This design comes from an exercise in tuning for small area, a short achievable clock period and few clock cycles per item on the open sky130 flow, not from production work. Only simulation tests tie the RTL to the original design; equivalence was not proved.

Setup of v33:
## ticket_gen
module ticket_gen (
    input  wire         clk,
    input  wire         rst,
    input  wire         in_valid,
    output wire         in_ready,
    input  wire [127:0] key,
    input  wire [31:0]  frame,
    input  wire [31:0]  shot,
    input  wire [1:0]   subpulses,
    input  wire [15:0]  gap_base,
    input  wire [15:0]  gap_step,
    output wire         out_valid,
    input  wire         out_ready,
    output wire [127:0] keystream,
    output wire [31:0]  out_frame,
    output wire [31:0]  out_shot,
    output wire [2:0]   out_n,
    output wire [15:0]  gap1,
    output wire [15:0]  gap2,
    output wire [15:0]  gap3,
    output wire [15:0]  span
);
Size in the first run: roughly 3800 flip-flops, ~490 I/O pins, roughly 360000 um^2 of cells after synthesis.
==> flow/config.mk <==
export PLATFORM = sky130hd
export DESIGN_NAME = ticket_gen
export DESIGN_NICKNAME = ticket_gen
export VERILOG_FILES = /design/flow/design.v
export SDC_FILE = /design/flow/constraint.sdc
export NUM_CORES = 4
export LEC_CHECK = 0
export CAP_MARGIN = 20
export CORE_MARGIN = 2
export CORE_UTILIZATION = 55
export SETUP_SLACK_MARGIN = 3.5
export SLEW_MARGIN = 20
export TNS_END_PERCENT = 5
==> flow/constraint.sdc <==
create_clock -name core_clock -period 9.5 [get_ports {clk}]
set_input_delay 1.9000 -clock core_clock [delete_from_list [all_inputs] [get_ports {clk}]]
set_output_delay 1.9000 -clock core_clock [all_outputs]
set_load 0.01 [all_outputs]
standard.sh (not shown) runs the stock make flow with config.mk's settings and CLKGATE_MAP_FILE= SYNTH_SCRIPT=/design/flow/synth_recipe.tcl, a recipe that flattens the netlist after the stock synthesis.
==> flow/flow/run.sh <==
#!/bin/bash
# Layout flow: the standard flow, except in synthesis. There the gap arithmetic
# (module tg_gaps) is kept apart until technology mapping and mapped with ORFS's
# speed script, and the rest of the logic is mapped with an area-oriented ABC
# script (flow/abc_area.script) instead. Everything else (the synthesis front end,
# flip-flop mapping, the final flattening and renaming, floorplan, placement, CTS,
# routing, finishing) is the standard flow.
set -euo pipefail
W=$(pwd)
# ORFS's synth.tcl with only the ABC step replaced
sed 's#^\(\s*\)log_cmd abc {\*}$abc_args#\1set abc_fast $abc_args\n\1set abc_args [lreplace $abc_args 1 1 '"$W"'/flow/abc_area.script]\n\1log_cmd abc {*}$abc_fast tg_gaps\n\1log_cmd abc {*}$abc_args $::env(DESIGN_NAME)#' \
    "$FLOW_HOME/scripts/synth.tcl" > "$W/synth_area.tcl"
grep -q "flow/abc_area.script" "$W/synth_area.tcl"
# The standard flow's synthesis script, sourcing the copy above
sed 's#source $::env(SCRIPTS_DIR)/synth.tcl#source '"$W"'/synth_area.tcl#' synth_recipe.tcl > "$W/synth_top.tcl"
grep -q "synth_area.tcl" "$W/synth_top.tcl"
# The standard.sh, with the synthesis script swapped and tg_gaps kept until mapping
sed 's#SYNTH_SCRIPT=[^ ]*#SYNTH_SCRIPT='"$W"'/synth_top.tcl SYNTH_KEEP_MODULES=tg_gaps#' standard.sh > "$W/flow_std.sh"
grep -q "synth_top.tcl" "$W/flow_std.sh"
bash "$W/flow_std.sh" ${FLOW_TARGET:-finish} > "$W/flow_make.log" 2>&1 || { tail -50 "$W/flow_make.log"; exit 1; }
tail -20 "$W/flow_make.log"
[ -n "${FLOW_TARGET:-}" ] || test -f "$W/out/final.def"
==> flow/flow/abc_area.script <==
strash
&get -n
&dch -f
&nf -p -R 1000
&put
topo
stime -c
Testbench counts of v33, summed over its fixed seeds: cycles 1,048, items 960.
Setup changes, v33 to v55
- TNS_END_PERCENT: 5 -> unset
- SETUP_SLACK_MARGIN: 3.5 -> 3.0
Findings:
v55 | stages: all done | timing, DRC, antenna: all pass
v33 completed; timing, DRC and antenna clean
Length of routed wiring on met1 of v55 exceeds that of v33 slightly.
Lower slew at the pin with the worst max-slew slack among v55 and v33: v33
[v55] length of routed met2 wiring fell 11000 um relative to v33
Going from v33 to v55, setup slack down 0.29 ns.
Summary of the comparison: routed wire length is lower in v55, relative to v33.
Comparing v33 against v55, there is no change at all in number of sequential cells in the layout.
For v15, these inputs were changed with respect to v55:
- changing SETUP_SLACK_MARGIN from 3.0 to 3.5
### Flow results
v15 -> v55: synthesized area divided by synthesized cell count delta 0, exact match. v55 and v15 ended up with roughly the same average vias per placed instance. Diff v55 -> v15 | total routing usage reported by global routing | increase of 0.53 points. [v15] final period utilization fell 4.8 points relative to v55. Between v15 and v55, the difference in hold slack is negligible. Relative to v55, the fmax of v15 is higher by 12 MHz. v15 reports a higher wire length of the first global-routing pass than v55 does. Measured against each other, v15 and v55 differ in detailed route wirelength on metal2, the higher figure coming from v15. Looking at number of filler cells placed in the layout, v15 sits below v55.

[re-timing with driven ports]
The flow's constraints put no driver on any port. The routed layouts listed below were extracted and timed again, unchanged, in two steps.
Step 1, drivers: a clkbuf_16 drives clk and a buf_2 each remaining input, both assumed.
Step 2 adds t to the input delays and takes it off the output delays; t is the mean of the earliest and latest rising clock arrival at the registers after step 1. Input paths then give back, and output paths get back, about the clock's delay inside the block.
a / b / c = ideal ports / drivers / drivers and shift; a / b = the first two.
run | shift t [ns] | setup slack, ns | clock arrival spread, ns | worst slew at a driven data input, ns | cell pins on the clock port's net
v33 | 1.230 | 3.297 / 3.297 / 2.298 | 0.121 / 0.121 | 0.17 | 1
v55 | 1.212 | 3.003 / 3.003 / 2.108 | 0.128 / 0.128 | 0.16 | 1
v15 | 1.224 | 3.459 / 3.459 / 2.424 | 0.129 / 0.128 | 0.15 | 1
After both steps setup and hold are still met in every run listed. For v15, which loses most, drivers alone change the setup slack by 0.000 ns; drivers and shift together by -1.035 ns.
